What follows belongs to an exercise in optimizing a design on an open flow for small area, a short achievable clock period and few clock cycles per item; a production flow would make more cautious choices. Only simulation tests tie the RTL to the original design; equivalence was not proved.

### flow/config.mk
export PLATFORM = sky130hd
export DESIGN_NAME = aes_dp
export DESIGN_NICKNAME = aes_dp
export VERILOG_FILES = /design/flow/design.v
export SDC_FILE = /design/flow/constraint.sdc
export NUM_CORES = 8
export LEC_CHECK = 0
export CAP_MARGIN = 20
export CORE_MARGIN = 2
export CORE_UTILIZATION = 50
export PLACE_DENSITY = 0.6
export SLEW_MARGIN = 20
### flow/constraint.sdc
create_clock -name core_clock -period 12.0 [get_ports {clk}]
set_input_delay 2.4000 -clock core_clock [delete_from_list [all_inputs] [get_ports {clk}]]
set_output_delay 2.4000 -clock core_clock [all_outputs]
set_load 0.01 [all_outputs]
### flow/design.v
module aes_sb_mid (input wire [7:0] t, output wire [11:0] r);
  function automatic [1:0] m4(input [1:0] a, input [1:0] b);
    reg h; begin h = a[1] & b[1]; m4 = {((a[1] & b[0]) ^ (a[0] & b[1])) ^ h, (a[0] & b[0]) ^ h}; end
  endfunction
  function automatic [3:0] m16(input [3:0] a, input [3:0] b);
    reg [1:0] h, m, l; begin
      h = m4(a[3:2], b[3:2]); m = m4(a[3:2], b[1:0]) ^ m4(a[1:0], b[3:2]); l = m4(a[1:0], b[1:0]);
      m16 = {m ^ h, l ^ m4(h, 2'd3)};
    end
  endfunction
  function automatic [3:0] inv16(input [3:0] a);
    case (a)
      4'd0: inv16 = 4'd0;
      4'd1: inv16 = 4'd1;
      4'd2: inv16 = 4'd3;
      4'd3: inv16 = 4'd2;
      4'd4: inv16 = 4'd10;
      4'd5: inv16 = 4'd8;
      4'd6: inv16 = 4'd14;
      4'd7: inv16 = 4'd13;
      4'd8: inv16 = 4'd5;
      4'd9: inv16 = 4'd11;
      4'd10: inv16 = 4'd4;
      4'd11: inv16 = 4'd9;
      4'd12: inv16 = 4'd15;
      4'd13: inv16 = 4'd7;
      4'd14: inv16 = 4'd6;
      4'd15: inv16 = 4'd12;
    endcase
  endfunction
  function automatic [3:0] sqlam(input [3:0] a);
    case (a)
      4'd0: sqlam = 4'd0;
      4'd1: sqlam = 4'd8;
      4'd2: sqlam = 4'd4;
      4'd3: sqlam = 4'd12;
      4'd4: sqlam = 4'd13;
      4'd5: sqlam = 4'd5;
      4'd6: sqlam = 4'd9;
      4'd7: sqlam = 4'd1;
      4'd8: sqlam = 4'd11;
      4'd9: sqlam = 4'd3;
      4'd10: sqlam = 4'd15;
      4'd11: sqlam = 4'd7;
      4'd12: sqlam = 4'd6;
      4'd13: sqlam = 4'd14;
      4'd14: sqlam = 4'd2;
      4'd15: sqlam = 4'd10;
    endcase
  endfunction
  function automatic [3:0] sq(input [3:0] a);
    case (a)
      4'd0: sq = 4'd0;
      4'd1: sq = 4'd1;
      4'd2: sq = 4'd3;
      4'd3: sq = 4'd2;
      4'd4: sq = 4'd7;
      4'd5: sq = 4'd6;
      4'd6: sq = 4'd4;
      4'd7: sq = 4'd5;
      4'd8: sq = 4'd14;
      4'd9: sq = 4'd15;
      4'd10: sq = 4'd13;
      4'd11: sq = 4'd12;
      4'd12: sq = 4'd9;
      4'd13: sq = 4'd8;
      4'd14: sq = 4'd10;
      4'd15: sq = 4'd11;
    endcase
  endfunction
  wire [3:0] a1 = t[7:4], a0 = t[3:0];
  wire [3:0] d = sqlam(a1) ^ m16(a1, a0) ^ sq(a0);
  assign r = {a1, a0, inv16(d)};
endmodule
module aes_sb_mul (input wire [11:0] r, output wire [7:0] u);
  function automatic [1:0] m4(input [1:0] a, input [1:0] b);
    reg h; begin h = a[1] & b[1]; m4 = {((a[1] & b[0]) ^ (a[0] & b[1])) ^ h, (a[0] & b[0]) ^ h}; end
  endfunction
  function automatic [3:0] m16(input [3:0] a, input [3:0] b);
    reg [1:0] h, m, l; begin
      h = m4(a[3:2], b[3:2]); m = m4(a[3:2], b[1:0]) ^ m4(a[1:0], b[3:2]); l = m4(a[1:0], b[1:0]);
      m16 = {m ^ h, l ^ m4(h, 2'd3)};
    end
  endfunction
  assign u = {m16(r[11:8], r[3:0]), m16(r[11:8] ^ r[7:4], r[3:0])};
endmodule
module aes_sb_in (input wire [7:0] x, output wire [7:0] te, output wire [7:0] td);
  assign te[0] = x[0] ^ x[2] ^ x[5];
  assign te[1] = x[2] ^ x[4] ^ x[5] ^ x[6];
  assign te[2] = x[2] ^ x[3] ^ x[4] ^ x[5];
  assign te[3] = x[1] ^ x[2] ^ x[4];
  assign te[4] = x[1] ^ x[2] ^ x[3];
  assign te[5] = x[1] ^ x[4] ^ x[6] ^ x[7];
  assign te[6] = x[1] ^ x[2] ^ x[3] ^ x[4] ^ x[6] ^ x[7];
  assign te[7] = x[5] ^ x[7];
  assign td[0] = x[1] ^ x[5] ^ x[7];
  assign td[1] = ~(x[0] ^ x[2] ^ x[5] ^ x[6]);
  assign td[2] = ~(x[0] ^ x[3] ^ x[5] ^ x[6]);
  assign td[3] = ~(x[0] ^ x[4] ^ x[7]);
  assign td[4] = ~(x[1] ^ x[2] ^ x[3] ^ x[4] ^ x[5] ^ x[6] ^ x[7]);
  assign td[5] = x[3] ^ x[4] ^ x[5] ^ x[6];
  assign td[6] = ~(x[0] ^ x[1] ^ x[2] ^ x[3] ^ x[6] ^ x[7]);
  assign td[7] = x[1] ^ x[2] ^ x[6] ^ x[7];
endmodule
module aes_sb_ine (input wire [7:0] x, output wire [7:0] te);
  assign te[0] = x[0] ^ x[2] ^ x[5];
  assign te[1] = x[2] ^ x[4] ^ x[5] ^ x[6];
  assign te[2] = x[2] ^ x[3] ^ x[4] ^ x[5];
  assign te[3] = x[1] ^ x[2] ^ x[4];
  assign te[4] = x[1] ^ x[2] ^ x[3];
  assign te[5] = x[1] ^ x[4] ^ x[6] ^ x[7];
  assign te[6] = x[1] ^ x[2] ^ x[3] ^ x[4] ^ x[6] ^ x[7];
  assign te[7] = x[5] ^ x[7];
endmodule
module aes_sb_out (input wire [11:0] r, output wire [7:0] ye, output wire [7:0] yd);
  wire [7:0] u;
  aes_sb_mul u_mul (.r(r), .u(u));
  assign ye[0] = ~(u[0] ^ u[1] ^ u[7]);
  assign ye[1] = ~(u[0] ^ u[3] ^ u[4] ^ u[6]);
  assign ye[2] = u[0] ^ u[2] ^ u[6];
  assign ye[3] = u[0] ^ u[1] ^ u[6];
  assign ye[4] = u[0] ^ u[1] ^ u[2] ^ u[5] ^ u[7];
  assign ye[5] = ~(u[2] ^ u[4] ^ u[5] ^ u[6]);
  assign ye[6] = ~(u[4] ^ u[5] ^ u[7]);
  assign ye[7] = u[2] ^ u[3] ^ u[5];
  assign yd[0] = u[0] ^ u[2] ^ u[3] ^ u[4];
  assign yd[1] = u[4] ^ u[5] ^ u[6];
  assign yd[2] = u[1] ^ u[4] ^ u[6] ^ u[7];
  assign yd[3] = u[1] ^ u[4] ^ u[5] ^ u[7];
  assign yd[4] = u[1] ^ u[3] ^ u[5] ^ u[7];
  assign yd[5] = u[1] ^ u[2] ^ u[3] ^ u[6] ^ u[7];
  assign yd[6] = u[2] ^ u[4] ^ u[5] ^ u[7];
  assign yd[7] = u[1] ^ u[2] ^ u[3] ^ u[6];
endmodule
module aes_sb_oute (input wire [11:0] r, output wire [7:0] ye);
  wire [7:0] u;
  aes_sb_mul u_mul (.r(r), .u(u));
  assign ye[0] = ~(u[0] ^ u[1] ^ u[7]);
  assign ye[1] = ~(u[0] ^ u[3] ^ u[4] ^ u[6]);
  assign ye[2] = u[0] ^ u[2] ^ u[6];
  assign ye[3] = u[0] ^ u[1] ^ u[6];
  assign ye[4] = u[0] ^ u[1] ^ u[2] ^ u[5] ^ u[7];
  assign ye[5] = ~(u[2] ^ u[4] ^ u[5] ^ u[6]);
  assign ye[6] = ~(u[4] ^ u[5] ^ u[7]);
  assign ye[7] = u[2] ^ u[3] ^ u[5];
endmodule
module aes_dp (
  input  wire         clk,
  input  wire         rst,         
  input  wire         in_valid,
  output wire         in_ready,
  input  wire [1:0]   in_op,       
  input  wire         in_key256,   
  input  wire [255:0] in_key,
  input  wire [127:0] in_data,
  output reg          out_valid,
  output wire [127:0] out_data
);
  function automatic [7:0] xt(input [7:0] b);
    xt = {b[6:0], 1'b0} ^ (b[7] ? 8'h1b : 8'h00);
  endfunction
  function automatic [31:0] mix_col(input [31:0] c);
    reg [7:0] a0, a1, a2, a3;
    begin
      a0 = c[31:24]; a1 = c[23:16]; a2 = c[15:8]; a3 = c[7:0];
      mix_col[31:24] = xt(a0 ^ a1) ^ a1 ^ a2 ^ a3;
      mix_col[23:16] = xt(a1 ^ a2) ^ a2 ^ a3 ^ a0;
      mix_col[15:8]  = xt(a2 ^ a3) ^ a3 ^ a0 ^ a1;
      mix_col[7:0]   = xt(a3 ^ a0) ^ a0 ^ a1 ^ a2;
    end
  endfunction
  function automatic [31:0] pre_col(input [31:0] c);
    reg [7:0] a0, a1, a2, a3, u, v;
    begin
      a0 = c[31:24]; a1 = c[23:16]; a2 = c[15:8]; a3 = c[7:0];
      u = xt(xt(a0 ^ a2));
      v = xt(xt(a1 ^ a3));
      pre_col = {a0 ^ u, a1 ^ v, a2 ^ u, a3 ^ v};
    end
  endfunction
  function automatic [7:0] rcon_of(input [3:0] n);
    case (n)
      4'd1:  rcon_of = 8'h01;
      4'd2:  rcon_of = 8'h02;
      4'd3:  rcon_of = 8'h04;
      4'd4:  rcon_of = 8'h08;
      4'd5:  rcon_of = 8'h10;
      4'd6:  rcon_of = 8'h20;
      4'd7:  rcon_of = 8'h40;
      4'd8:  rcon_of = 8'h80;
      4'd9:  rcon_of = 8'h1b;
      4'd10: rcon_of = 8'h36;
      default: rcon_of = 8'h00;
    endcase
  endfunction
  function integer sr_src(input integer p);
    sr_src = (p % 4) + 4 * (((p / 4) + (p % 4)) % 4);
  endfunction
  function integer isr_src(input integer p);
    isr_src = (p % 4) + 4 * (((p / 4) - (p % 4) + 4) % 4);
  endfunction
  reg [127:0] ra, rout;      
  reg [191:0] rb;            
  reg [127:0] ka;            
  reg [255:0] ks, kw;
  reg [47:0]  kmid;          
  reg         grp;           
  reg [4:0]   gcnt;          
  reg         gdec;          
  reg         g256;          
  reg         s1;            
  reg         pk, pk_dec, pk_ra;    
  reg         pk_ev;         
  reg         pr, pr_dec;    
  reg         to_rout;       
  reg [3:0]   khs;
  reg         ksf;
  reg         k256;
  reg [3:0]   gkh;
  reg         kw256;
  reg         kdir_ld;       
  reg         kx_load, ks_swap;
  reg         k1_go, k1_ks, k1_fwd, k1_cv;
  reg [9:0]   k1_p;          
  reg         k2_go, k2_fwd, k2_cv;
  reg [7:0]   k2_rcon;
  reg         a_act, a_park, a_dec, a_first, a_last;
  wire        k1_rot  = k1_p[9];
  wire        k1_tinx = k1_p[8];
  reg         b_dec, b_fin;
  reg         rdy;
  assign in_ready = rdy;
  assign out_data = rout;
  genvar g;
  wire [127:0] mc = {mix_col(ra[127:96]), mix_col(ra[95:64]), mix_col(ra[63:32]), mix_col(ra[31:0])};
  wire [127:0] xa = (a_first ? ra : mc) ^ ka;
  wire [127:0] te, td;
  wire [191:0] rb_d;
  generate
    for (g = 0; g < 16; g = g + 1) begin : g_sa
      aes_sb_in u_in (.x(xa[127-8*g -: 8]), .te(te[127-8*g -: 8]), .td(td[127-8*g -: 8]));
    end
    for (g = 0; g < 16; g = g + 1) begin : g_sm
      wire [7:0]  t_d = (a_park && (g % 4 != 0)) ? td[127-8*g -: 8] : td[127-8*isr_src(g) -: 8];
      wire [7:0]  t   = a_dec ? t_d : te[127-8*sr_src(g) -: 8];
      aes_sb_mid u_mid (.t(t), .r(rb_d[191-12*g -: 12]));
    end
  endgenerate
  wire [127:0] ye, yd;
  generate
    for (g = 0; g < 16; g = g + 1) begin : g_sb
      aes_sb_out u_out (.r(rb[191-12*g -: 12]), .ye(ye[127-8*g -: 8]), .yd(yd[127-8*g -: 8]));
    end
  endgenerate
  wire [127:0] kb = kw[127:0];
  wire [127:0] qd = yd ^ kb;
  wire [127:0] y  = b_dec ? yd : ye;
  wire [127:0] pq = {pre_col(qd[127:96]), pre_col(qd[95:64]), pre_col(qd[63:32]), pre_col(qd[31:0])};
  wire [127:0] v  = b_dec ? pq : ye;
  function automatic [9:0] kparm(input [3:0] khp_i, input fwd, input aes256);
    reg [4:0] kh, t;
    begin
      kh = {1'b0, khp_i} - 5'd1;
      t  = fwd ? kh + 5'd2 : (aes256 ? kh : kh - 5'd1);
      kparm = {!aes256 || !t[0], !fwd && !aes256,
               !aes256 ? rcon_of(t[3:0]) : (t[0] ? 8'h00 : rcon_of({1'b0, t[3:1]}))};
    end
  endfunction
  wire [127:0] k1_b    = k1_ks ? ks[127:0] : kw[127:0];
  wire [31:0]  k_tin   = k1_tinx ? (k1_b[31:0] ^ k1_b[63:32]) : k1_b[31:0];
  wire [31:0]  k_rin   = k1_rot ? {k_tin[23:0], k_tin[31:24]} : k_tin;
  wire [47:0]  kmid_d;
  generate
    for (g = 0; g < 4; g = g + 1) begin : g_k1
      wire [7:0] kt;
      aes_sb_ine u_in (.x(k_rin[8*g +: 8]), .te(kt));
      aes_sb_mid u_mid (.t(kt), .r(kmid_d[12*g +: 12]));
    end
  endgenerate
  wire [31:0] k_sub;
  generate
    for (g = 0; g < 4; g = g + 1) begin : g_k2
      aes_sb_oute u_out (.r(kmid[12*g +: 12]), .ye(k_sub[8*g +: 8]));
    end
  endgenerate
  wire [31:0]  k_t    = k_sub ^ {k2_rcon, 24'h0};
  wire [127:0] kA = kw[255:128];
  wire [127:0] kB = kw[127:0];
  wire [127:0] k_base = k2_cv ? (k256 ? ks[255:128] : ks[127:0]) : (kw256 ? kA : kB);
  wire [31:0]  b0 = k_base[127:96], b1 = k_base[95:64], b2 = k_base[63:32], b3 = k_base[31:0];
  wire [127:0] k_n = k2_fwd ? {b0 ^ k_t, b0 ^ b1 ^ k_t, b0 ^ b1 ^ b2 ^ k_t, b0 ^ b1 ^ b2 ^ b3 ^ k_t}
                            : {b0 ^ k_t, b1 ^ b0, b2 ^ b1, b3 ^ b2};
  wire         k2_ks  = k2_go && k2_cv;     
  wire         k2_kw  = k2_go && !k2_cv;    
  wire       acc     = in_valid & rdy;
  wire       acc_key = acc & (in_op == 2'd2);
  wire       acc_blk = acc & ~in_op[1];
  wire       acc_dec = in_op[0];
  wire [4:0] last    = g256 ? 5'd28 : 5'd20;
  wire [3:0] nr_k    = k256 ? 4'd14 : 4'd10;
  wire [3:0] khs_s = ks_swap ? (ksf ? khs + 4'd1 : khs - 4'd1)
                   : (k2_ks ? (k2_fwd ? khs + 4'd1 : khs - 4'd1) : khs);
  wire       ksf_s = ks_swap ? !ksf : ksf;
  wire       ks_enc_s = ksf_s && (khs_s == 4'd1);
  wire       ks_dec_s = !ksf_s && (khs_s == nr_k + 4'd1);
  wire       ks_ok_e = ks_enc_s && !k1_cv;
  wire       ks_ok_d = ks_dec_s && !k1_cv;
  wire [3:0] gkh_s = kx_load ? (kdir_ld ? nr_k + 4'd1 : 4'd1)
                   : (k2_kw ? (k2_fwd ? gkh + 4'd1 : gkh - 4'd1) : gkh);
  reg        grp_n, gdec_n, g256_n, s1_n;
  reg [4:0]  gcnt_n, gcnt_c, last_n;
  reg        pk_n, pk_dec_n, pk_ra_n, pk_ev_n, pr_n, pr_dec_n, xin, xin_dec, xfer;
  reg        kx_load_n, ks_swap_n;
  reg        k1_go_n, k1_ks_n, k1_fwd_n, k1_cv_n;
  reg [9:0]  k1_p_n;
  reg        cv_want, cv_dec, cv_swap, cv_k1, cv_fwd, grp_k1;
  reg        a_act_n, a_park_n, a_dec_n, a_last_n;
  reg        rdy_n;
  reg        grp_c, s1_c, g_mid_n, x_join, x_start, p_start, start_n, start_dec;
  always @(*) begin
    cv_swap = 1'b0; cv_k1 = 1'b0; cv_fwd = 1'b1;
    cv_dec  = pk ? pk_dec : (pr && pr_dec);
    cv_want = !k1_cv && ((pk || pr) ? !(cv_dec ? ks_dec_s : ks_enc_s) : (!ksf_s && (khs_s == 4'd1)));
    if (!cv_dec) begin
      if (ksf_s) begin
        if (khs_s == 4'd0) cv_k1 = 1'b1;
        else cv_swap = 1'b1;
      end else if (khs_s > 4'd2) begin
        cv_k1 = 1'b1; cv_fwd = 1'b0;
      end else begin
        cv_swap = 1'b1;
      end
    end else begin
      if (ksf_s) begin
        if (khs_s == nr_k) cv_swap = 1'b1;
        else cv_k1 = 1'b1;
      end else begin
        cv_swap = 1'b1;
      end
    end
  end
  always @(*) begin
    grp_c   = grp && (gcnt != last);
    gcnt_c  = gcnt + 5'd1;
    s1_c    = (gcnt == 5'd0) ? (acc_blk && (acc_dec == gdec)) : s1;
    g_mid_n = grp_c && (gcnt_c != last);
    xfer    = pr && grp && (gcnt == last - 5'd1);
    xin     = (acc_blk && !to_rout) || xfer;
    xin_dec = xfer ? pr_dec : acc_dec;
    x_join  = acc_blk && !to_rout && grp && (gcnt == 5'd0) && (acc_dec == gdec);
    x_start = xin && !g_mid_n && (xin_dec ? ks_ok_d : ks_ok_e);
    p_start = pk && !pk_ra && !pk_ev && !g_mid_n && (pk_dec ? ks_ok_d : ks_ok_e);
    start_n = x_start || p_start;
    start_dec = xin ? xin_dec : pk_dec;
    pk_n = pk; pk_dec_n = pk_dec; pk_ra_n = !pk_ra; pk_ev_n = pk_ra ? pk_ev : !pk_ev;
    if (xin && !x_join && !x_start) begin
      pk_n = 1'b1; pk_dec_n = xin_dec; pk_ra_n = 1'b1; pk_ev_n = 1'b1;
    end else if (p_start) begin
      pk_n = 1'b0;
    end
    pr_n = (pr && !xfer) || (acc_blk && to_rout);
    pr_dec_n = pr ? pr_dec : acc_dec;
    if (start_n) begin
      grp_n = 1'b1; gcnt_n = 5'd0; gdec_n = start_dec; g256_n = k256; s1_n = 1'b0;
    end else begin
      grp_n = grp_c; gcnt_n = gcnt_c; gdec_n = gdec; g256_n = g256; s1_n = s1_c;
    end
    a_act_n = 1'b0; a_park_n = pk_n && pk_ra_n; a_dec_n = gdec || a_park_n; a_last_n = 1'b0;
    if (start_n) begin
      a_act_n = 1'b1; a_dec_n = start_dec;
    end else if (g_mid_n) begin
      if (!gcnt_c[0]) begin
        a_act_n = 1'b1; a_last_n = (gcnt_c == last - 5'd2);
      end else if (s1_c) begin
        a_act_n = 1'b1; a_last_n = (gcnt_c == last - 5'd1);
      end
    end
    grp_k1 = g_mid_n && (gdec ? (gcnt_c[0] && gcnt_c <= last - 5'd3)
                            : (!gcnt_c[0] && gcnt_c <= last - 5'd4));
    kx_load_n = start_n;
    ks_swap_n = 1'b0;
    k1_go_n = 1'b0; k1_ks_n = 1'b0; k1_fwd_n = 1'b1; k1_cv_n = 1'b0;
    k1_p_n  = kparm(gkh_s, !gdec, g256);
    if (start_n) begin
      k1_go_n = !start_dec; k1_ks_n = 1'b1;
      k1_p_n  = {1'b1, 1'b0, k256 ? 8'h01 : 8'h02};
    end else if (grp_k1) begin
      k1_go_n = 1'b1; k1_fwd_n = !gdec;
    end else if (cv_want && !acc_key) begin
      ks_swap_n = cv_swap;
      k1_go_n = cv_k1; k1_ks_n = 1'b1; k1_fwd_n = cv_fwd; k1_cv_n = cv_k1;
      k1_p_n  = kparm(khs_s, cv_fwd, k256);
    end
    last_n = g256_n ? 5'd28 : 5'd20;
    rdy_n  = !pk_n && !pr_n;
  end
  wire [127:0] ks_h_s = (ks_swap || k2_ks) ? ks[127:0] : ks[255:128];
  wire [127:0] kw_h_s = kx_load ? ks[255:128] : (k2_kw ? kB : kA);
  wire         ka_ks  = !g_mid_n;
  wire         ka_0   = gdec && (gcnt_c != 5'd1);
  always @(posedge clk) begin
    rb   <= rb_d;
    ra   <= (rdy && !to_rout) ? in_data : (xfer ? rout : v);
    ka   <= a_park_n ? 128'h0 : (ka_ks ? ks_h_s : (ka_0 ? 128'h0 : kw_h_s));
    if (rdy && to_rout)  rout <= in_data;
    else if (!pr || xfer) rout <= y ^ kb;
    kmid <= kmid_d;
    if (kx_load)    kw <= ks;
    else if (k2_kw) kw <= {kB, k_n};
    if (acc_key)      ks <= in_key;
    else if (ks_swap) ks <= {ks[127:0], ks[255:128]};
    else if (k2_ks)   ks <= {ks[127:0], k_n};
    k2_rcon <= k1_p[7:0];
    k2_fwd  <= k1_fwd;
    if (rst) begin
      grp <= 1'b0; gcnt <= 5'd0; gdec <= 1'b0; g256 <= 1'b0; s1 <= 1'b0;
      pk <= 1'b0; pk_dec <= 1'b0; pk_ra <= 1'b0; pk_ev <= 1'b0;
      pr <= 1'b0; pr_dec <= 1'b0; to_rout <= 1'b0;
      khs <= 4'd1; ksf <= 1'b1; k256 <= 1'b0; kdir_ld <= 1'b0;
      gkh <= 4'd0; kw256 <= 1'b0;
      kx_load <= 1'b0; ks_swap <= 1'b0;
      k1_go <= 1'b0; k1_ks <= 1'b0; k1_fwd <= 1'b0; k1_cv <= 1'b0; k1_p <= 10'd0;
      k2_go <= 1'b0; k2_cv <= 1'b0;
      a_act <= 1'b0; a_park <= 1'b0; a_dec <= 1'b0; a_first <= 1'b0; a_last <= 1'b0;
      b_dec <= 1'b0; b_fin <= 1'b0;
      rdy <= 1'b1;
      out_valid <= 1'b0;
    end else begin
      grp <= grp_n; gcnt <= gcnt_n; gdec <= gdec_n; g256 <= g256_n; s1 <= s1_n;
      pk <= pk_n; pk_dec <= pk_dec_n; pk_ra <= pk_ra_n; pk_ev <= pk_ev_n;
      pr <= pr_n; pr_dec <= pr_dec_n;
      to_rout <= grp_n && (gcnt_n != 5'd0) && (gcnt_n < last_n - 5'd1);
      if (acc_key) begin
        khs <= 4'd1; ksf <= in_key256; k256 <= in_key256;
      end else begin
        khs <= khs_s; ksf <= ksf_s;
      end
      kdir_ld <= start_dec;
      gkh <= gkh_s;
      if (kx_load) kw256 <= k256;
      kx_load <= kx_load_n; ks_swap <= ks_swap_n;
      k1_go <= k1_go_n; k1_ks <= k1_ks_n; k1_fwd <= k1_fwd_n; k1_cv <= k1_cv_n && !acc_key;
      k1_p <= k1_p_n;
      k2_go <= k1_go && !(k1_cv && acc_key); k2_cv <= k1_cv;
      a_act <= a_act_n; a_park <= a_park_n; a_dec <= a_dec_n;
      a_first <= !g_mid_n || (gcnt_c == 5'd1) || a_park_n; a_last <= a_last_n;
      b_dec <= a_dec && !a_park; b_fin <= a_act && a_last;
      rdy <= rdy_n;
      out_valid <= b_fin;
    end
  end
endmodule
### flow/flow/run.sh
#!/bin/bash
# The standard layout (the standard.sh: standard synthesis, floorplan,
# placement, CTS, routing) with two changes to how it is made:
# - repair_timing is asked to keep a larger setup margin, so that it sizes
#   and buffers the longest paths further;
# - the buffer that every input and output port gets is a buf_2 rather than
#   the cell buffer_ports picks by default (a delay buffer).
set -euo pipefail
bash standard.sh SETUP_SLACK_MARGIN=7.5 "BUFFER_PORTS_ARGS=-buffer_cell sky130_fd_sc_hd__buf_2" finish > standard.log 2>&1
### flow/standard.sh
#!/bin/bash
# synth_recipe.tcl (not shown) runs the flow's synth.tcl, then flattens the netlist and writes it again
# the make line also repeats each setting of config.mk as NAME=value (left out here)
make -C /OpenROAD-flow-scripts/flow DESIGN_CONFIG=/design/flow/config.mk WORK_HOME=/design/flow/orfs CLKGATE_MAP_FILE= SYNTH_SCRIPT=/design/flow/synth_recipe.tcl "${@:-finish}"
==> metrics.yaml, run 1 <==
yosys:
  synth_xor_area_frac: 0.293
  synth_fp_nets: 12900
  syn-cell-area_um2: 102000
  synth_top_family_by_area: "XOR/XNOR gates"
  synthAdderAreaFrac: 0.00767
  synth_flop_cell: "edfxtp_1"
  async_flop_share: 0
  synth_compound_area_frac: 0.160
  ys_ff_latch: 1200
  syn_inst: 12400
  post_synth.cell_area_avg_um2: 8.21
  yosysWarnings: 3
  synth_mux_area_frac: 0.0530
  synth.distinct_cells: 108
  synth_enable_flop_cells: 640
  seq_area_frac_synth: 0.298
  synthSimpleGateAreaFrac: 0.147
route:
  dr.pass1.iters: 7
  first_iter_violations: 14100
  drt-total-wl_um: 453000
  drtAntennaViolNets: 0
  wire_per_inst_um: 28.9
  drc: 0
  via_count: 96000
  viasPerCell: 6.13
global_routing:
  grt_pass1_vias: 86900
  grt_remaining_overflow: 0
  grt_start_max_net_pins: 208
  globalRouteTotalUtil: 0.412
  grt_pass1_wl_um: 624000
  antenna_found_initial: 55
placement:
  dp_hpwl_um: 337000
  io_buffers: 519
  placedInstanceArea_um2: 106000
  dp_cells: 15000
  gp_congestion: 1.07
layout:
  final_nets: 13300
  final_cell_mix: "nand2_1 (1987), xnor2_1 (1565), a21oi_1 (1210)"
  drive_above_1_share: 0.181
  final_cells: 15700
  layout_commonest_cell: "nand2_1"
  syn2layout_area_growth_pct: 18.4
  stdcell_area_um2: 121000
worst_hold_path:
  hold_start: "k1_p[3]"
  holdPathStages: 0
  holdPathEnd: "k2_rcon[3]"
  hp-class: "reg -> reg"
sta:
  setup_violations: 0
  rsz0062_at_grt: "yes"
  fmax_ghz: 0.221
  timing.setup.tns_ps: 0
  fin_crit_ps: 4520
  final-hold-violation-count: 0
  finClkSkew_ps: 56.0
  tightestPinTransition_ps: 1590
  finalCritPeriodShare: 0.377
  slew_headroom: -0.0577
  slew_violations: 103
worst_setup_path:
  crit_path_start: "k256"
  critPathMaxFanout: 94
  required_ps: 12520
  r2r_slack_ps: 7480
  cp.arrival_ps: 5040
  startpoint_type: "register"
  path_class: "reg -> reg"
  reg2reg_depth: 11
  end_kind: "register"
  r2r-end: "ks[55]"
  reg2reg_from: "k256"
clocking:
  clk_pin_slew_ps: 60
  cts_tree: "done"
  htree_levels: 4
  cts_buffers: 149
  root_buffer: "clkbuf_16"
  clockBufferDepth: 3
  cts_sinks: 1200
  insertion_delay_ps: 850
floorplan:
  die_x_um: 456
  die_h_um: 456
  core_um2: 203000
  die-area_um2: 208000
  initial_core_util: 0.504
  ioPinCount: 520
  fp-row-count: 165
flow_run:
  maxCapViolations: 0
run_status:
  violations: "slew limit"
  status: "finished with violations"
## repair_timing
action | CTS | global route
hold buffers | 0 | 0
endpoints found under the setup margin | 403 | 364
resized for setup | 534 | 479
gates cloned | 6 | 5
endpoints found under the hold margin | 0 | 0
buffers inserted | 126 | 246
pin swaps | 66 | 129
## cells in the mapped netlist, drive strengths merged (24+ instances only)
cell type  number  share of area
xor2          926          0.082
ha             61         0.0075
buf           159         0.0070
nand2        1991          0.073
mux2          134          0.015
clkbuf        607          0.022
a22oi          97         0.0071
o21ai         999          0.049
a2bb2oi        24         0.0022
nor2         1177          0.043
or3            24         0.0015
mux2i         374          0.037
a31oi          24         0.0016
o211ai         57         0.0042
dfxtp         560           0.11
xnor3         168          0.037
nand3          93         0.0046
xnor2        1871           0.16
nor2b          46         0.0028
nor3          133         0.0065
xor3           44          0.010
o22ai          51         0.0032
and3           24         0.0015
a21oi        1252          0.062
o31ai          45         0.0034
inv           303          0.011
edfxtp        640           0.19
a211oi        175          0.013
nand2b        119         0.0073
## metal layers
metal  routed length, um  up-vias  global-route usage
met5                 236        -                   0
met4               30700       38               0.214
met3               55000     1071               0.105
met2              192000     5680               0.614
met1              175000    46600               0.549
li1                    -    42600                   -
## worst max-delay path, stage by stage, from the launching register on
cell	delay [ps]
dfxtp_4	700
buf_16	440
buf_8	460
mux2i_1	230
a21oi_1	130
xnor2_1	330
xor2_1	220
nand2_1	350
o21ai_2	350
xor2_1	190
mux2i_2	450
a21oi_1	130
## how the worst max path moves through the flow
stage	slack (ps)	cells past startpoint	to
floorplan	7500	4	ks[0]
global placement	6330	5	ks[179]
detailed placement	6200	18	k1_p[3]
CTS	7280	15	rb[36]
global route	7400	18	rb[0]
finish	7480	11	ks[55]
## final cells by class
cell class	instances	area, um2
diodes	17	42.5
clock inverters	61	653
inverters	307	1170
flip-flops and latches	1200	30700
repair buffers	1031	7280
well taps	2672	3340
multi-input cells	10200	73400
clock buffers	215	4320
fillers	18000	81700
## stage by stage
step	util	hold slack [ps]	setup WS [ps]
2_1_floorplan	-	310	7500
3_3_place_gp	0.525	313	6330
3_5_place_dp	0.525	312	6200
4_1_cts	0.573	325	7280
5_1_grt	0.597	331	7400
6_report	0.597	325	7480
## registers in the layout, indices dropped and copies added (netlist names), 4 cells and up
register and count:
ka 128, kw 256, ks 256, rout 128
khs 4, gcnt 5, rb 192, gkh 4
k1_p 10, kmid 48, k2_rcon 8, ra 128
## cells by family (layout without fill, tap and decap cells)
| group | after synthesis | in the layout |
|---|---|---|
| AND/OR/NAND/NOR | 3694 | 3696 |
| XOR/XNOR | 3009 | 3009 |
| AO/OA/AOI/OAI | 2884 | 2884 |
| flip-flops | 1200 | 1200 |
| buffers and inverters | 1073 | 1614 |
| multiplexers | 513 | 513 |
| adder cells (fa/ha/maj) | 62 | 62 |
| other | 0 | 17 |
Testbench counts, summed over its fixed seeds: cycles 22,591, blocks 1,732.
==> run 2, diff against run 1 <==
--- a/flow/config.mk
+++ b/flow/config.mk
@@ -9,4 +9,5 @@
 export CORE_MARGIN = 2
 export CORE_UTILIZATION = 50
 export PLACE_DENSITY = 0.6
-export SLEW_MARGIN = 20
+export SLEW_MARGIN = 40
+export TNS_END_PERCENT = 0
==> metrics.yaml, run 2 <==
clocking:
  cts_sinks: 1200  # unchanged
  root_buffer: "clkbuf_16"
  cts_tree: "done"
  cts.hold.buffers_added: 0  # unchanged
  clk_pin_slew_ps: 60  # about the same
  insertion_delay_ps: 860  # about the same
  clockBufferDepth: 3  # unchanged
  cts_buffers: 150  # +0.67%
  htree_levels: 4  # unchanged
floorplan:
  die-area_um2: 208000  # unchanged
  core_um2: 203000  # unchanged
  die_h_um: 456  # unchanged
  die_x_um: 456  # unchanged
  initial_core_util: 0.504  # unchanged
  ioPinCount: 520  # unchanged
  fp-row-count: 165  # unchanged
flow_run:
  maxCapViolations: 0  # unchanged
layout:
  utilization: 0.588  # -0.00858
  drive_above_1_share: 0.164  # -0.0171
  reg_top3: "ks (256), kw (256), rb (192)"
  syn2layout_area_growth_pct: 16.7
  final_nets: 13200  # -0.83%
  layout_commonest_cell: "nand2_1"
  final_cell_mix: "nand2_1 (1989), xnor2_1 (1604), a21oi_1 (1199)"
global_routing:
  antenna_found_initial: 59  # +7.3%
  grt_pass1_wl_um: 622000  # -0.28%
  globalRouteTotalUtil: 0.411  # -0.000479
  grt_remaining_overflow: 0  # unchanged
  grt_start_max_net_pins: 143  # -31%
  grt_pass1_vias: 86600  # -0.36%
yosys:
  synth.most_common_cell: "nand2_1"
  post_synth.cell_area_avg_um2: 8.21  # unchanged
  synth_top_cells_by_count: "nand2_1 (1991), xnor2_1 (1828), a21oi_1 (1243), nor2_1 (1172), o21ai_0 (932)"
  synth.distinct_cells: 108  # unchanged
  syn_inst: 12400  # unchanged
  async_flop_share: 0  # unchanged
  syn-cell-area_um2: 102000  # unchanged
  yosysWarnings: 3  # unchanged
  synth_fp_nets: 12900  # unchanged
  yosysTopAreaCellShare: 0.188  # unchanged
  synth_largest_area_cell: "edfxtp_1"
  seq_area_frac_synth: 0.298  # unchanged
  ys_ff_latch: 1200  # unchanged
  synth_flop_cell: "edfxtp_1"
  ys_top_cells_by_area: "edfxtp_1 (19%), xnor2_1 (16%), dfxtp_1 (11%)"
  synth_enable_flop_cells: 640  # unchanged
worst_setup_path:
  cp.arrival_ps: 5250  # +210 ps
  critPathMaxFanout: 15  # -84%
  reg2reg_depth: 12  # +1
  required_ps: 12610  # +90 ps
  startpoint_type: "register"
  end_kind: "register"
  path_class: "reg -> reg"
sta:
  rsz0062_at_grt: "yes"
  setup_slack_ps: 7350  # -127 ps
  fmax_ghz: 0.215  # -2.7%
  final-hold-violation-count: 0  # unchanged
  timing.setup.tns_ps: 0  # unchanged
  tightestPinTransition_ps: 1010  # -578 ps
  fin_crit_ps: 4650  # +127 ps
  finClkSkew_ps: 67.6  # +11.7 ps
  slew_violations: 0  # -100%
  setup_violations: 0  # unchanged
  slew_headroom: 0.328  # +0.386
  finalCritPeriodShare: 0.387  # +0.0106
route:
  drtAntennaViolNets: 0  # unchanged
  first_iter_violations: 13400  # -4.8%
  wire_per_inst_um: 28.9  # about the same
  drt-total-wl_um: 451000  # -0.58%
  via_count: 95400  # -0.64%
  dr.pass1.iters: 7  # unchanged
  viasPerCell: 6.13  # about the same
  drc: 0  # unchanged
worst_hold_path:
  holdPathStages: 0  # unchanged
  hp-class: "reg -> reg"
placement:
  io_buffers: 519  # unchanged
  dp_hpwl_um: 342000  # +1.7%
  gp_congestion: 1.09  # +2.3%
  pre_cts_ws_ps: 5810  # -392 ps
run_status:
  status: "complete, no violations"
==> run 2: cell counts after synthesis <==
No cell type changed its count.
==> run 2: cells by family after synthesis <==
kind of cell,synth area share
and+or+nand+nor,0.147
xor gates and xnor gates,0.293
AOI/OAI and AO/OA,0.160
DFF,0.298
buffers and inverters,0.0406
muxes,0.0530
adders and majority gates,0.00767
==> run 2: cell type report <==
cell class	instances	area, um2
Fill cell	18100	83400
Sequential cell	1200	30500
Tap cell	2672	3340
Timing Repair Buffer	920	6470
Multi-Input combinational cell	10200	72500
Antenna cell	35	87.6
Clock buffer	204	4350
Inverter	307	1160
Clock inverter	73	709
==> run 2: per-stage QoR <==
stage	hold slack [ps]	instance area [um2]	instances
2_1_floorplan	310	102000	12400
3_3_place_gp	310	106000	15000
3_5_place_dp	312	107000	15000
4_1_cts	327	115000	15400
5_1_grt	331	119000	15600
6_report	327	119000	15600
==> run 2: final timing paths <==
check,from,endpoint,slack [ps]
max,rb[12],ra[11],7350
min,k1_p[5],k2_rcon[5],330
max reg2reg,rb[12],ra[11],7350
min reg2reg,k1_p[5],k2_rcon[5],330
==> run 2: per-layer routing <==
layer	global-route usage	part of all wire
met1	0.539	0.38
met2	0.605	0.42
met3	0.113	0.12
met4	0.242	0.074
met5	0	0.00051
==> run 2: critical path, stage by stage, from the launching register on <==
cell and delay, ps:
dfxtp_1 650, nor2_1 90, mux2_2 280, a22oi_1 240
xor2_2 470, xor2_1 490, xnor2_1 150, xnor2_1 640
xnor2_1 280, xnor2_1 180, a21oi_1 150, mux2i_1 90
o21ai_0 720
==> run 2: what timing repair did <==
item                       CTS  global route
setup endpoints to repair  355           307
buffers inserted            78           167
pin swaps                   39            89
cloned                       6             4
gates resized for setup    366           371
==> run 3, diff against run 2 <==
--- a/flow/config.mk
+++ b/flow/config.mk
@@ -10,4 +10,3 @@
 export CORE_UTILIZATION = 50
 export PLACE_DENSITY = 0.6
 export SLEW_MARGIN = 40
-export TNS_END_PERCENT = 0
==> metrics.yaml, run 3 <==
sta:
  rsz0062_at_grt: "yes"
  whs_ps: 326  # -1.08 ps
  finalCritPeriodShare: 0.376  # -0.0116
  finClkSkew_ps: 51.0  # -16.6 ps
  fmax_ghz: 0.222  # +3.1%
  fin_crit_ps: 4510  # -139 ps
  final-hold-violation-count: 0  # unchanged
  slew_headroom: 0.318  # -0.00951
  tightestPinTransition_ps: 1020  # +14.3 ps
  slew_violations: 0  # unchanged
  setup_violations: 0  # unchanged
  timing.setup.tns_ps: 0  # unchanged
yosys:
  post_synth.cell_area_avg_um2: 8.21  # unchanged
  synth_largest_area_cell: "edfxtp_1"
  synth_flop_cell: "edfxtp_1"
  syn-cell-area_um2: 102000  # unchanged
  yosysTopAreaCellShare: 0.188  # unchanged
  synth.most_common_cell: "nand2_1"
  seq_area_frac_synth: 0.298  # unchanged
  synth_enable_flop_cells: 640  # unchanged
  ys_ff_latch: 1200  # unchanged
  yosysWarnings: 3  # unchanged
  synth_fp_nets: 12900  # unchanged
  ys_top_cells_by_area: "edfxtp_1 (19%), xnor2_1 (16%), dfxtp_1 (11%)"
  synth.distinct_cells: 108  # unchanged
  syn_inst: 12400  # unchanged
  async_flop_share: 0  # unchanged
  synth_top_cells_by_count: "nand2_1 (1991), xnor2_1 (1828), a21oi_1 (1243), nor2_1 (1172), o21ai_0 (932)"
layout:
  fill_cells: 17900  # -0.74%
  multi_input_area_um2: 73400  # +1.3%
  drive_above_1_share: 0.181  # +0.0172
  reg_top3: "ks (256), kw (256), rb (192)"
  final_cell_mix: "nand2_1 (1987), xnor2_1 (1566), a21oi_1 (1190)"
  seqCellArea_um2: 30600  # +0.25%
  syn2layout_area_growth_pct: 18.4
  stdcell_area_um2: 121000  # +1.4%
  final_nets: 13300  # +0.74%
  layout_commonest_cell: "nand2_1"
worst_setup_path:
  startpoint_type: "register"
  reg2reg_from: "k256"
  path_class: "reg -> reg"
  critPathMaxFanout: 94  # +79
  reg2reg_depth: 11  # -1
  cp.arrival_ps: 5070  # -180 ps
  r2r-end: "ks[55]"
  end_kind: "register"
  required_ps: 12560  # -50 ps
  r2r_slack_ps: 7490  # +140 ps
global_routing:
  antenna_found_initial: 58  # -1.7%
  grt_remaining_overflow: 0  # unchanged
  grt_start_max_net_pins: 208  # +45%
  grt_pass1_wl_um: 623000  # +0.15%
  globalRouteTotalUtil: 0.412  # +0.000659
  grt_pass1_vias: 86800  # +0.28%
placement:
  io_buffers: 519  # unchanged
  gp_congestion: 1.07  # -2.2%
  placedInstanceArea_um2: 107000  # about the same
  dp_hpwl_um: 338000  # -1.3%
floorplan:
  core_um2: 203000  # unchanged
  die_x_um: 456  # unchanged
  die-area_um2: 208000  # unchanged
  fp-row-count: 165  # unchanged
  ioPinCount: 520  # unchanged
  die_h_um: 456  # unchanged
  initial_core_util: 0.504  # unchanged
clocking:
  clk_pin_slew_ps: 60  # about the same
  insertion_delay_ps: 840  # -20 ps
  cts_sinks: 1200  # unchanged
  root_buffer: "clkbuf_16"
  cts_tree: "done"
  cts_buffers: 148  # -1.3%
  htree_levels: 4  # unchanged
  clockBufferDepth: 3  # unchanged
run_status:
  status: "complete, no violations"
worst_hold_path:
  hp-class: "reg -> reg"
  hold_start: "k1_p[3]"
  holdPathEnd: "k2_rcon[3]"
  holdPathStages: 0  # unchanged
route:
  drt-total-wl_um: 450000  # -0.16%
  first_iter_violations: 14100  # +5.5%
  dr.pass1.iters: 7  # unchanged
  via_count: 95400  # +0.0073%
  viasPerCell: 6.09  # -0.50%
  wire_per_inst_um: 28.8  # -0.66%
  drc: 0  # unchanged
  drtAntennaViolNets: 0  # unchanged
flow_run:
  maxCapViolations: 0  # unchanged
==> run 3: layout make-up <==
class | count | area share
antenna | 16 | 0.000331
clock buffer | 207 | 0.0358
clock inverter | 68 | 0.00513
inverter | 307 | 0.00967
multi-input combinational | 10200 | 0.608
sequential | 1200 | 0.254
tap | 2672 | 0.0277
timing repair buffer | 1018 | 0.0603
==> run 3: per-layer routing <==
layer | part of all wire | track usage | up-vias | wire length (um)
met3 | 0.12 | 0.102 | 1025 | 55000
met2 | 0.42 | 0.605 | 5649 | 189000
met4 | 0.070 | 0.234 | 36 | 31600
met1 | 0.39 | 0.551 | 46000 | 174000
met5 | 0.00054 | 0 | - | 241
li1 | - | - | 42600 | -
==> run 3: repair_timing <==
item / in CTS / in global routing
hold buffers: 0 / 0
gates cloned: 8 / 4
gates resized for setup: 485 / 442
pin swaps: 69 / 128
setup buffers: 137 / 212
endpoints found under the setup margin: 380 / 326
==> run 3: logic make-up (layout without fill, tap and decap cells) <==
logic type / count (synthesis) / count (layout) / synth area share
fa+ha+maj: 62 / 62 / 0.00767
xor+xnor: 3009 / 3009 / 0.293
flops: 1200 / 1200 / 0.298
simple gates: 3694 / 3696 / 0.147
buf+inv: 1073 / 1600 / 0.0406
other cells: 0 / 16 / 0
compound gates: 2884 / 2885 / 0.160
mux: 513 / 513 / 0.0530
==> run 3: worst max-delay path, cell delays in order (launching register included) <==
cell and delay (ps):
dfxtp_4 690, buf_16 430, buf_6 530, mux2i_1 240, a21oi_1 130, xnor2_1 320
xor2_1 190, nand2_1 360, o21ai_2 360, xor2_1 190, mux2i_2 430, a21oi_1 130
==> run 3: how the worst max path moves through the flow <==
stage	startpoint	endpoint	slack, ps
2_1_floorplan	in_op[0]	ks[0]	7500
3_3_place_gp	in_op[0]	ks[179]	6330
3_5_place_dp	a_first	rb[171]	6390
4_1_cts	a_park	rb[108]	7390
5_1_grt	ra[109]	rb[180]	7400
6_report	k256	ks[55]	7490
==> run 3: through the flow <==
step | cells | setup WS (ps) | util
2_1_floorplan | 12400 | 7500 | -
3_3_place_gp | 15000 | 6330 | 0.525
3_5_place_dp | 15000 | 6390 | 0.528
4_1_cts | 15400 | 7390 | 0.574
5_1_grt | 15600 | 7400 | 0.596
6_report | 15700 | 7490 | 0.596
==> run 4, diff against run 3 <==
--- a/flow/config.mk
+++ b/flow/config.mk
@@ -8,5 +8,6 @@
 export CAP_MARGIN = 20
 export CORE_MARGIN = 2
 export CORE_UTILIZATION = 50
+export GPL_TIMING_DRIVEN = 1
 export PLACE_DENSITY = 0.6
 export SLEW_MARGIN = 40
==> metrics.yaml, run 4 <==
yosys:
  post_synth.cell_area_avg_um2: 8.21  # unchanged
  synth_flop_cell: "edfxtp_1"
  synth_top_cells_by_count: "nand2_1 (1991), xnor2_1 (1828), a21oi_1 (1243), nor2_1 (1172), o21ai_0 (932)"
  ys_top_cells_by_area: "edfxtp_1 (19%), xnor2_1 (16%), dfxtp_1 (11%)"
  synth.distinct_cells: 108  # unchanged
  synth.most_common_cell: "nand2_1"
  synth_fp_nets: 12900  # unchanged
  async_flop_share: 0  # unchanged
  yosysWarnings: 3  # unchanged
  ys_ff_latch: 1200  # unchanged
  yosysTopAreaCellShare: 0.188  # unchanged
  seq_area_frac_synth: 0.298  # unchanged
  syn_inst: 12400  # unchanged
  synth_enable_flop_cells: 640  # unchanged
  syn-cell-area_um2: 102000  # unchanged
  synth_largest_area_cell: "edfxtp_1"
layout:
  final_nets: 13300  # unchanged
  seqCellArea_um2: 30600  # unchanged
  fill_cells: 17900  # unchanged
  drive_above_1_share: 0.181  # unchanged
  final_cells: 15700  # unchanged
  syn2layout_area_growth_pct: 18.4  # unchanged
  final_cell_mix: "nand2_1 (1987), xnor2_1 (1566), a21oi_1 (1190)"
  utilization: 0.596  # unchanged
  reg_top3: "ks (256), kw (256), rb (192)"
  multi_input_area_um2: 73400  # unchanged
  layout_commonest_cell: "nand2_1"
sta:
  slew_headroom: 0.318  # unchanged
  fin_crit_ps: 4510  # unchanged
  rsz0062_at_grt: "yes"
  finClkSkew_ps: 51.0  # unchanged
  setup_slack_ps: 7490  # unchanged
  final-hold-violation-count: 0  # unchanged
  tightestPinTransition_ps: 1020  # unchanged
  setup_violations: 0  # unchanged
  slew_violations: 0  # unchanged
  fmax_ghz: 0.222  # unchanged
  timing.setup.tns_ps: 0  # unchanged
  finalCritPeriodShare: 0.376  # unchanged
worst_setup_path:
  critPathMaxFanout: 94  # unchanged
  end_kind: "register"
  cp.arrival_ps: 5070  # about the same
  path_class: "reg -> reg"
  required_ps: 12560  # about the same
  startpoint_type: "register"
global_routing:
  globalRouteTotalUtil: 0.412  # unchanged
  grt_pass1_wl_um: 623000  # unchanged
  antenna_found_initial: 58  # unchanged
  grt_remaining_overflow: 0  # unchanged
  grt_pass1_vias: 86800  # unchanged
  grt_start_max_net_pins: 208  # unchanged
clocking:
  clockBufferDepth: 3  # unchanged
  cts_buffers: 148  # unchanged
  cts_tree: "done"
  root_buffer: "clkbuf_16"
  insertion_delay_ps: 840  # about the same
  clk_pin_slew_ps: 60  # about the same
  cts.hold.buffers_added: 0  # unchanged
  htree_levels: 4  # unchanged
  cts_sinks: 1200  # unchanged
floorplan:
  die-area_um2: 208000  # unchanged
  die_h_um: 456  # unchanged
  fp-row-count: 165  # unchanged
  core_um2: 203000  # unchanged
  ioPinCount: 520  # unchanged
  die_x_um: 456  # unchanged
  initial_core_util: 0.504  # unchanged
route:
  first_iter_violations: 14100  # unchanged
  viasPerCell: 6.09  # unchanged
  via_count: 95400  # unchanged
  wire_per_inst_um: 28.8  # unchanged
  drc: 0  # unchanged
  drt-total-wl_um: 450000  # unchanged
  drtAntennaViolNets: 0  # unchanged
  dr.pass1.iters: 7  # unchanged
placement:
  io_buffers: 519  # unchanged
  pre_cts_ws_ps: 6390  # unchanged
  gp_congestion: 1.07  # unchanged
  dp_hpwl_um: 338000  # unchanged
  dp_cells: 15000  # unchanged
flow_run:
  maxCapViolations: 0  # unchanged
run_status:
  status: "complete, no violations"
worst_hold_path:
  hp-class: "reg -> reg"
run 4: final timing paths:
check	cells after the start	to	start	slack, ps
setup reg to reg	11	ks[55]	k256	7490
hold / removal	0	k2_rcon[3]	k1_p[3]	330
hold reg to reg	0	k2_rcon[3]	k1_p[3]	330
setup / recovery	11	ks[55]	k256	7490
run 4: metal layers:
metal | global-route usage | share of wire
met1 | 0.551 | 0.39
met2 | 0.605 | 0.42
met3 | 0.102 | 0.12
met4 | 0.234 | 0.070
met5 | 0 | 0.00054
run 4: metrics by stage:
step,hold slack (ps),area [um2]
floorplan,310,102000
global placement,313,106000
detailed placement,312,107000
CTS,326,116000
global route,333,121000
finish,326,121000
run 4: worst max-delay path: stages, from the launching register on:
cell     delay, ps
dfxtp_4        690
buf_16         430
buf_6          530
mux2i_1        240
a21oi_1        130
xnor2_1        320
xor2_1         190
nand2_1        360
o21ai_2        360
xor2_1         190
mux2i_2        430
a21oi_1        130
run 4: repair_timing:
item                                    in CTS  in global routing
gates resized for setup                    485                442
endpoints found under the setup margin     380                326
pin swaps                                   69                128
gates cloned                                 8                  4
buffers inserted                           137                212
run 4: area by class of cell:
| class | instances | area share |
|---|---|---|
| diodes | 16 | 0.000331 |
| clock buffers | 207 | 0.0358 |
| clock inverters | 68 | 0.00513 |
| inverters | 307 | 0.00967 |
| multi-input cells | 10200 | 0.608 |
| flip-flops and latches | 1200 | 0.254 |
| well taps | 2672 | 0.0277 |
| repair buffers | 1018 | 0.0603 |
run 4: kinds of logic (layout without fill, tap and decap cells):
kind of cell | Yosys count | in the layout | synth area share
simple gates | 3694 | 3696 | 0.147
xor+xnor | 3009 | 3009 | 0.293
compound gates | 2884 | 2885 | 0.160
flops | 1200 | 1200 | 0.298
buf+inv | 1073 | 1600 | 0.0406
mux | 513 | 513 | 0.0530
fa+ha+maj | 62 | 62 | 0.00767
other cells | 0 | 16 | 0
==> run 5, diff against run 4 <==
==> flow/flow/run.sh (replaced) <==
#!/bin/bash
# The standard layout (the standard.sh: standard synthesis, floorplan,
# placement, CTS, routing) with two changes to how it is made:
# - repair_timing is asked to keep a larger setup margin, so that it sizes
#   and buffers the longest paths further;
# - the buffer that every input and output port gets is a buf_1 rather than
#   the cell buffer_ports picks by default (a delay buffer).
set -euo pipefail
bash standard.sh SETUP_SLACK_MARGIN=7.7 "BUFFER_PORTS_ARGS=-buffer_cell sky130_fd_sc_hd__buf_1" finish > standard.log 2>&1
--- a/flow/config.mk
+++ b/flow/config.mk
@@ -8,6 +8,5 @@
 export CAP_MARGIN = 20
 export CORE_MARGIN = 2
 export CORE_UTILIZATION = 50
-export GPL_TIMING_DRIVEN = 1
 export PLACE_DENSITY = 0.6
 export SLEW_MARGIN = 40
==> metrics.yaml, run 5 <==
clocking:
  cts.hold.buffers_added: 0  # unchanged
  root_buffer: "clkbuf_16"
  clk_pin_slew_ps: 60  # about the same
  insertion_delay_ps: 860  # +20 ps
  htree_levels: 4  # unchanged
  clockBufferDepth: 3  # unchanged
  cts_buffers: 150  # +1.4%
  cts_sinks: 1200  # unchanged
  cts_tree: "done"
worst_setup_path:
  required_ps: 12720  # +160 ps
  critPathMaxFanout: 8  # -91%
  path_cells: "xor2_2, xnor3_1, mux2i_2, xnor2_2, buf_6, xor2_4, xor2_1, mux2_2, mux2_2, inv_2, and3_1, o21ai_0, o21ai_0, xnor2_2, o21ai_0, o211a_1, a211oi_1"
  startpoint_type: "register"
  cp_slowest_stage_delay_ps: 450  # -240 ps
  end_kind: "register"
  worst-path-buf-inv: 2  # unchanged
  path_delay_family: "XOR/XNOR gates"
  cp.arrival_ps: 5210  # +140 ps
  crit_top_cell: "o21ai_0"
  slowest_stage: "xor2_1"
  path_class: "reg -> reg"
yosys:
  synthAdderAreaFrac: 0.00767  # unchanged
  synth_enable_flop_cells: 640  # unchanged
  syn_inst: 12400  # unchanged
  post_synth.cell_area_avg_um2: 8.21  # unchanged
  async_flop_share: 0  # unchanged
  synth_flop_cell: "edfxtp_1"
  ys_ff_latch: 1200  # unchanged
  syn-cell-area_um2: 102000  # unchanged
  synth_xor_area_frac: 0.293  # unchanged
  seq_area_frac_synth: 0.298  # unchanged
  yosysTopAreaCellShare: 0.188  # unchanged
  synthSimpleGateAreaFrac: 0.147  # unchanged
  synth.distinct_cells: 108  # unchanged
  synth.most_common_cell: "nand2_1"
  synth_top_family_by_area: "XOR/XNOR gates"
  synth_mux_area_frac: 0.0530  # unchanged
  synth_compound_area_frac: 0.160  # unchanged
  ys_top_cells_by_area: "edfxtp_1 (19%), xnor2_1 (16%), dfxtp_1 (11%)"
  synth_largest_area_cell: "edfxtp_1"
  yosysWarnings: 3  # unchanged
  synth_fp_nets: 12900  # unchanged
  synth_top_cells_by_count: "nand2_1 (1991), xnor2_1 (1828), a21oi_1 (1243), nor2_1 (1172), o21ai_0 (932)"
layout:
  layout_commonest_cell: "nand2_1"
  final_nets: 13500  # +1.8%
  reg_top3: "ks (256), kw (256), rb (192)"
  syn2layout_area_growth_pct: 22.2
  drive_above_1_share: 0.184  # +0.00255
  final_cell_mix: "nand2_1 (1988), xnor2_1 (1490), a21oi_1 (1189)"
  final_cells: 15900  # +1.5%
route:
  dr.pass1.iters: 6  # -1
  drt-total-wl_um: 464000  # +3.2%
  via_count: 97400  # +2.0%
  first_iter_violations: 14100  # -0.48%
  drtAntennaViolNets: 0  # unchanged
  wire_per_inst_um: 29.2  # +1.6%
  drc: 0  # unchanged
  viasPerCell: 6.13  # +0.51%
global_routing:
  globalRouteTotalUtil: 0.421  # +0.00908
  grt_pass1_wl_um: 637000  # +2.1%
  antenna_found_initial: 39  # -33%
  grt_pass1_vias: 88400  # +1.9%
  grt_remaining_overflow: 0  # unchanged
  grt_start_max_net_pins: 246  # +18%
sta:
  final-hold-violation-count: 0  # unchanged
  tightestPinTransition_ps: 996  # -26.4 ps
  timing.setup.tns_ps: 0  # unchanged
  setup_violations: 0  # unchanged
  slew_violations: 0  # unchanged
  finClkSkew_ps: 57.7  # +6.67 ps
  rsz0062_at_grt: "yes"
  fmax_ghz: 0.223  # +0.44%
  slew_headroom: 0.336  # +0.0176
  finalCritPeriodShare: 0.374  # -0.00166
  fin_crit_ps: 4490  # -19.9 ps
floorplan:
  fp-row-count: 165  # unchanged
  die-area_um2: 208000  # unchanged
  ioPinCount: 520  # unchanged
  die_h_um: 456  # unchanged
  initial_core_util: 0.504  # unchanged
  die_x_um: 456  # unchanged
  core_um2: 203000  # unchanged
run_status:
  status: "complete, no violations"
placement:
  dp_hpwl_um: 343000  # +1.6%
  gp_congestion: 1.07  # -0.17%
  dp_cells: 15000  # unchanged
  io_buffers: 519  # unchanged
worst_hold_path:
  hp-class: "reg -> reg"
flow_run:
  maxCapViolations: 0  # unchanged
run 5: cell families after synthesis:
| group | Yosys count |
|---|---|
| AO/OA/AOI/OAI | 2884 |
| multiplexers | 513 |
| adder cells (fa/ha/maj) | 62 |
| AND/OR/NAND/NOR | 3694 |
| XOR/XNOR | 3009 |
| buffers and inverters | 1073 |
| flip-flops | 1200 |
run 5: final timing paths:
check	slack, ps	to	startpoint	cells past startpoint
setup / recovery	7510	rb[0]	ra[124]	17
hold / removal	320	k2_rcon[6]	k1_p[6]	0
setup reg to reg	7510	rb[0]	ra[124]	17
hold reg to reg	320	k2_rcon[6]	k1_p[6]	0
run 5: routing by layer:
metal	track usage	share of wire	vias up
met5	0	0.00027	-
met4	0.246	0.073	18
met3	0.113	0.13	1158
met2	0.608	0.42	6011
met1	0.564	0.38	47100
li1	-	-	43000
run 5: worst register-to-register path, cell delays in order, from the launching register on:
cell,delay (ps)
dfxtp_4,440
xor2_2,240
xnor3_1,380
mux2i_2,280
xnor2_2,170
buf_6,180
xor2_4,200
xor2_1,450
mux2_2,250
mux2_2,270
inv_2,90
and3_1,150
o21ai_0,160
o21ai_0,170
xnor2_2,360
o21ai_0,220
o211a_1,190
a211oi_1,180
run 5: stage by stage:
stage | setup slack [ps] | util | hold slack, ps | area, um2
after CTS | 7420 | 0.582 | 320 | 118000
after floorplan | 7600 | - | 310 | 102000
final | 7510 | 0.616 | 319 | 125000
after detailed placement | 6580 | 0.525 | 312 | 106000
after global routing | 7450 | 0.616 | 315 | 125000
after global placement | 6280 | 0.522 | 311 | 106000
run 5: layout make-up:
type	instances	area [um2]
Clock inverter	74	812
Multi-Input combinational cell	10200	75600
Sequential cell	1200	30900
Timing Repair Buffer	1254	8550
Fill cell	17500	77800
Inverter	307	1190
Clock buffer	206	4340
Antenna cell	16	40.0
Tap cell	2672	3340
run 5: repair_timing:
item	CTS	global route
pin swaps	111	248
endpoints found under the setup margin	344	290
buffers inserted	251	341
gates resized for setup	719	735
cloned	3	2
==> run 6, diff against run 5 <==
--- a/flow/flow/run.sh
+++ b/flow/flow/run.sh
@@ -6,4 +6,4 @@
 # - the buffer that every input and output port gets is a buf_1 rather than
 #   the cell buffer_ports picks by default (a delay buffer).
 set -euo pipefail
-bash standard.sh SETUP_SLACK_MARGIN=7.7 "BUFFER_PORTS_ARGS=-buffer_cell sky130_fd_sc_hd__buf_1" finish > standard.log 2>&1
+bash standard.sh SETUP_SLACK_MARGIN=7.5 "BUFFER_PORTS_ARGS=-buffer_cell sky130_fd_sc_hd__buf_1" finish > standard.log 2>&1
==> metrics.yaml, run 6 <==
run_status:
  status: "complete, no violations"
yosys:
  synth_enable_flop_cells: 640  # unchanged
  synth_largest_area_cell: "edfxtp_1"
  synth_flop_cell: "edfxtp_1"
  synth.distinct_cells: 108  # unchanged
  yosysTopAreaCellShare: 0.188  # unchanged
  async_flop_share: 0  # unchanged
  syn-cell-area_um2: 102000  # unchanged
  seq_area_frac_synth: 0.298  # unchanged
  yosysWarnings: 3  # unchanged
  post_synth.cell_area_avg_um2: 8.21  # unchanged
  ys_ff_latch: 1200  # unchanged
  synth.most_common_cell: "nand2_1"
  ys_top_cells_by_area: "edfxtp_1 (19%), xnor2_1 (16%), dfxtp_1 (11%)"
  synth_fp_nets: 12900  # unchanged
  syn_inst: 12400  # unchanged
  synth_top_cells_by_count: "nand2_1 (1991), xnor2_1 (1828), a21oi_1 (1243), nor2_1 (1172), o21ai_0 (932)"
route:
  via_count: 95000  # -2.4%
  dr.pass1.iters: 7  # +1
  wire_per_inst_um: 28.8  # -1.3%
  viasPerCell: 6.08  # -0.79%
  drt-total-wl_um: 451000  # -2.9%
  drc: 0  # unchanged
  drtAntennaViolNets: 0  # unchanged
  first_iter_violations: 13000  # -7.8%
layout:
  layout_commonest_cell: "nand2_1"
  final_cell_mix: "nand2_1 (1988), xnor2_1 (1551), a21oi_1 (1192)"
  syn2layout_area_growth_pct: 17.6
  reg_top3: "ks (256), kw (256), rb (192)"
  final_nets: 13300  # -1.9%
  drive_above_1_share: 0.141  # -0.0426
  stdcell_area_um2: 120000  # -3.8%
  final_cells: 15600  # -1.6%
floorplan:
  fp-row-count: 165  # unchanged
  core_um2: 203000  # unchanged
  initial_core_util: 0.504  # unchanged
  ioPinCount: 520  # unchanged
  die_x_um: 456  # unchanged
  die-area_um2: 208000  # unchanged
  die_h_um: 456  # unchanged
sta:
  setup_violations: 0  # unchanged
  slew_violations: 0  # unchanged
  rsz0062_at_grt: "yes"
  setup_slack_ps: 7420  # -96.8 ps
  tightestPinTransition_ps: 1020  # +23.6 ps
  timing.setup.tns_ps: 0  # unchanged
  final-hold-violation-count: 0  # unchanged
  finalCritPeriodShare: 0.382  # +0.00807
  fin_crit_ps: 4580  # +96.8 ps
  slew_headroom: 0.320  # -0.0157
  fmax_ghz: 0.218  # -2.1%
  finClkSkew_ps: 28.4  # -29.3 ps
worst_setup_path:
  slowest_stage: "xnor3_1"
  startpoint_type: "register"
  cp_slowest_stage_delay_ps: 510  # +60 ps
  worst-path-buf-inv: 2  # unchanged
  critPathMaxFanout: 10  # +2
  cp.arrival_ps: 5300  # +90 ps
  end_kind: "register"
  path_delay_family: "XOR/XNOR gates"
  crit_top_cell: "xnor2_1"
  path_cells: "xnor3_1, xnor2_1, o21ai_0, xor2_2, buf_4, xor2_4, xor2_1, nor2_1, a31oi_2, nand2b_1, a32oi_1, xnor2_1, inv_1, ha_1, a21oi_1, a31o_2"
  path_class: "reg -> reg"
  required_ps: 12710  # about the same
clocking:
  clk_pin_slew_ps: 60  # about the same
  insertion_delay_ps: 840  # -20 ps
  clockBufferDepth: 3  # unchanged
  htree_levels: 4  # unchanged
  cts_sinks: 1200  # unchanged
  cts_tree: "done"
  cts_buffers: 148  # -1.3%
  root_buffer: "clkbuf_16"
  cts.hold.buffers_added: 0  # unchanged
placement:
  dp_hpwl_um: 343000  # -0.15%
  placedInstanceArea_um2: 106000  # about the same
  dp_cells: 15000  # +0.060%
  io_buffers: 519  # unchanged
  pre_cts_ws_ps: 6100  # -476 ps
  gp_congestion: 1.07  # +0.24%
global_routing:
  grt_start_max_net_pins: 183  # -26%
  grt_pass1_vias: 86800  # -1.8%
  grt_remaining_overflow: 0  # unchanged
  grt_pass1_wl_um: 627000  # -1.5%
  antenna_found_initial: 50  # +28%
  globalRouteTotalUtil: 0.414  # -0.00679
flow_run:
  maxCapViolations: 0  # unchanged
worst_hold_path:
  hp-class: "reg -> reg"
-- run 6: final cells by class --
type | count | area (um2)
antenna | 23 | 57.6
tap | 2672 | 3340
fill | 18000 | 82500
timing repair buffer | 995 | 6250
inverter | 307 | 1160
sequential | 1200 | 30700
multi-input combinational | 10200 | 73400
clock inverter | 72 | 831
clock buffer | 202 | 4350
-- run 6: metrics by stage --
| stage | util | hold WS, ps |
|---|---|---|
| floorplan | - | 310 |
| global placement | 0.522 | 310 |
| detailed placement | 0.525 | 320 |
| CTS | 0.571 | 332 |
| global route | 0.593 | 342 |
| finish | 0.593 | 330 |
-- run 6: cells by family after synthesis --
| logic type | after synthesis | synth area share |
|---|---|---|
| flops | 1200 | 0.298 |
| compound gates | 2884 | 0.160 |
| simple gates | 3694 | 0.147 |
| xor+xnor | 3009 | 0.293 |
| mux | 513 | 0.0530 |
| fa+ha+maj | 62 | 0.00767 |
| buf+inv | 1073 | 0.0406 |
-- run 6: final timing paths --
kind | depth (start not counted) | end | start | slack (ps)
worst min-delay path | 0 | k2_fwd | k1_fwd | 330
worst max-delay path | 16 | rb[147] | ra[29] | 7420
worst min register to register | 0 | k2_fwd | k1_fwd | 330
worst max register to register | 16 | rb[147] | ra[29] | 7420
-- run 6: timing repair --
action | in CTS | in global routing
pin swaps | 77 | 110
gates resized for setup | 492 | 457
hold endpoints to repair | 0 | 0
cloned | 3 | 2
setup endpoints to repair | 322 | 238
buffers inserted | 145 | 181
-- run 6: layer usage --
layer  part of all wire  global-route usage
met1               0.39               0.551
met4              0.069               0.239
met5            0.00064             0.00321
met3               0.12               0.106
met2               0.42               0.607
-- run 6: worst register-to-register path, stage by stage, from the launching register on --
cell	delay, ps
dfxtp_2	470
xnor3_1	520
xnor2_1	140
o21ai_0	270
xor2_2	320
buf_4	210
xor2_4	240
xor2_1	430
nor2_1	110
a31oi_2	510
nand2b_1	150
a32oi_1	250
xnor2_1	210
inv_1	90
ha_1	290
a21oi_1	50
a31o_2	210

-- afterwards: timing with drivers on the ports --
The results above use ideal ports. As a check the final layouts listed here were re-extracted and re-timed, cells and wires unchanged. Step 1 sets driving cells, clkbuf_16 on the clock port and buf_2 on the other inputs (assumed; they add their load-dependent delay and slew). Step 2 also shifts input and output timing later by t, the mid clock arrival at the registers, as if the neighbouring blocks saw the same clock. Three values: ideal ports, drivers, drivers and shift; two values: the first two.
| run | t, ns | setup slack, ns | worst hold slack (ns) | worst data-port slew with drivers (ns) |
|---|---|---|---|---|
| run 1 | 0.917 | 7.482 / 7.482 / 6.770 | 0.325 / 0.325 / 0.325 | 0.23 |
| run 2 | 0.932 | 7.355 / 7.355 / 6.924 | 0.327 / 0.327 / 0.327 | 0.25 |
| run 3 | 0.919 | 7.493 / 7.493 / 6.739 | 0.326 / 0.326 / 0.326 | 0.26 |
| run 4 | 0.919 | 7.493 / 7.493 / 6.739 | 0.326 / 0.326 / 0.326 | 0.26 |
| run 5 | 0.929 | 7.513 / 7.513 / 6.879 | 0.319 / 0.319 / 0.319 | 0.24 |
| run 6 | 0.926 | 7.416 / 7.416 / 6.893 | 0.330 / 0.330 / 0.330 | 0.26 |
